What follows belongs to an exercise in optimizing a design on an open flow for small area; a production flow would make more cautious choices.
In this exercise RTL edits were held to simulation tests only and were not proved equivalent to the original.
Power is estimated from default activity; no workload was simulated.

== north ==
// cw_acc_bank
module cw_acc_bank (
    input  wire         clk,
    input  wire         rst,
    input  wire         smp_valid,
    input  wire [2:0]   smp_ch,
    input  wire [15:0]  smp_code,
    input  wire         abt_valid,
    input  wire [2:0]   abt_ch,
    input  wire [1:0]   tb_period,
    input  wire [1:0]   tb_half,
    input  wire [5:0]   hs,
    input  wire         cfg_we,
    input  wire [2:0]   cfg_acc,
    input  wire [2:0]   cfg_input,
    input  wire [2:0]   cfg_closure,
    input  wire         cfg_tbase,
    input  wire [1:0]   cfg_gate,
    input  wire [7:0]   cfg_garg,
    input  wire [23:0]  cfg_length,
    input  wire         cfg_run,
    output reg          cfg_range,
    output wire [7:0]   acc_run,
    output wire [7:0]   rec_valid,
    output wire [319:0] rec_sum,
    output wire [447:0] rec_sumsq,
    output wire [191:0] rec_count,
    output wire [127:0] rec_min,
    output wire [127:0] rec_max,
    output wire [127:0] rec_aborts,
    output wire [31:0]  rec_flags
);
Size: ~12000 cells after synthesis, ~2000 flip-flops, roughly 0.11 mm2 of cells after synthesis.
==> flow/config.mk <==
export PLATFORM = sky130hd
export DESIGN_NAME = cw_acc_bank
export DESIGN_NICKNAME = cw_acc_bank
export VERILOG_FILES = /design/flow/design.v
export SDC_FILE = /design/flow/constraint.sdc
export NUM_CORES = 4
export LEC_CHECK = 0
export CAP_MARGIN = 20
export CORE_MARGIN = 2
export CORE_UTILIZATION = 55
export PLACE_DENSITY = 0.65
export SLEW_MARGIN = 20
==> flow/constraint.sdc <==
create_clock -name core_clock -period 12.0 [get_ports {clk}]
set_input_delay 2.4000 -clock core_clock [delete_from_list [all_inputs] [get_ports {clk}]]
set_output_delay 2.4000 -clock core_clock [all_outputs]
set_load 0.01 [all_outputs]
standard.sh (not shown) runs the stock make flow with config.mk's settings and CLKGATE_MAP_FILE= SYNTH_SCRIPT=/design/flow/synth_recipe.tcl, a recipe that flattens the netlist after the stock synthesis.
==> flow/flow/run.sh <==
#!/bin/bash
# The standard layout (the standard.sh: the standard synthesis, then
# floorplan, placement, CTS, routing and finish), with two changes:
#  - port buffers of the smallest buffer cell (buffer_ports -buffer_cell)
#    rather than the delay-cell buffer buffer_ports picks by default;
#  - CTS without dummy loads and with sink clusters of at most 25 flip-flops
#    within 120 um.
# make's full output goes to standard_flow.log here; each ORFS step keeps its
# own log under orfs/logs.
set -euo pipefail
bash standard.sh \
    "BUFFER_PORTS_ARGS=-buffer_cell sky130_fd_sc_hd__buf_1" \
    "CTS_ARGS=-sink_clustering_enable -repair_clock_nets -dont_use_dummy_load -sink_clustering_size 25 -sink_clustering_max_diameter 120" \
    finish > standard_flow.log 2>&1
Input changes introduced in south (baseline for comparison: north):
Settings: changing CORE_UTILIZATION from 55 to 45; changing PLACE_DENSITY from 0.65 to 0.55.
==> flow/flow/run.sh <==
#!/bin/bash
# The standard layout (the standard.sh: the standard synthesis, then
# floorplan, placement, CTS, routing and finish), with two changes:
#  - port buffers of the smallest buffer cell (buffer_ports -buffer_cell)
#    rather than the delay-cell buffer buffer_ports picks by default;
#  - CTS without dummy loads and with sink clusters of at most 20 flip-flops
#    within 100 um.
# make's full output goes to standard_flow.log here; each ORFS step keeps its
# own log under orfs/logs.
set -euo pipefail
bash standard.sh \
    "BUFFER_PORTS_ARGS=-buffer_cell sky130_fd_sc_hd__buf_1" \
    "CTS_ARGS=-sink_clustering_enable -repair_clock_nets -dont_use_dummy_load -sink_clustering_size 20 -sink_clustering_max_diameter 100" \
    finish > standard_flow.log 2>&1
==> summary.txt <==
south: flow completed, timing, DRC and antenna clean
south vs north: power up in south
Higher maximum frequency among south and north: north
Compared to north, south has clock latency on the worst-skew pair 0.02 ns higher.
Compared with north, south shows routed wire length higher by about 4.4%.
Input-level comparison between east and south:
diff --git a/flow/flow/run.sh b/flow/flow/run.sh
--- a/flow/flow/run.sh
+++ b/flow/flow/run.sh
@@ -6,3 +6,3 @@
 #  - CTS without dummy loads and with sink clusters of at most 20 flip-flops
-#    within 100 um.
+#    within 150 um.
 # make's full output goes to standard_flow.log here; each ORFS step keeps its
@@ -12,3 +12,3 @@
     "BUFFER_PORTS_ARGS=-buffer_cell sky130_fd_sc_hd__buf_1" \
-    "CTS_ARGS=-sink_clustering_enable -repair_clock_nets -dont_use_dummy_load -sink_clustering_size 20 -sink_clustering_max_diameter 100" \
+    "CTS_ARGS=-sink_clustering_enable -repair_clock_nets -dont_use_dummy_load -sink_clustering_size 20 -sink_clustering_max_diameter 150" \
     finish > standard_flow.log 2>&1
### Flow results
Between east and south, the final instance area does not differ in any meaningful way. In the metrics for south and east, the one carrying the higher top achievable clock speed is south. Between south and east, detailed router's first-iteration violation count increased. Diff south -> east: via count ~0 delta; combinational cell fraction of total power ~0 delta. Via-per-instance ratio essentially unchanged between east and south. Final critical-path required period (east over south): increase, 0.043 ns.
Inputs modified between east and west:
Settings: CORE_UTILIZATION changed from 45 to 55; PLACE_DENSITY changed from 0.55 to 0.65.
==> comparison <==
- STATUS wire length reported by the detailed router: west wins against east
- dfxtp_2 as the library cell contributing the largest single delay on the critical path was reported by west, and or4b_1 by east.
- ~same fraction of cell area in non-clock buffers in west and east
- Design area: west vs east down about 0.6%
- As far as via count of the first global-routing pass is concerned, east and west perform about the same.

-- separate check: timing with driven ports --
The flow's constraints put no driver on any port. The routed layouts listed below were extracted and timed again, unchanged, in two steps. Step 1, drivers: a clkbuf_16 drives clk and a buf_2 each remaining input, both assumed. Step 2 moves the port delays by t, midway between the first and last clock arrival at a register: inputs arrive t later, outputs are due t later. That takes back most of the time a late clock gives input paths. Slacks: ideal ports / drivers / drivers and shift; pairs: ideal ports / drivers.
run | t (ns) | setup WS [ns] | worst setup path at the end | cell pins on the clock port's net
north | 0.894 | 0.703 / 0.602 / 0.195 | input to register | 1
south | 0.893 | 0.597 / 0.495 / 0.213 | input to register | 1
east | 0.894 | 0.555 / 0.454 / 0.215 | input to register | 1
west | 0.903 | 0.710 / 0.607 / 0.203 | input to register | 1
After both steps setup and hold are still met in every run listed. The setup slack of north, which loses most, moves by -0.101 ns with the drivers and by -0.508 ns with both steps.
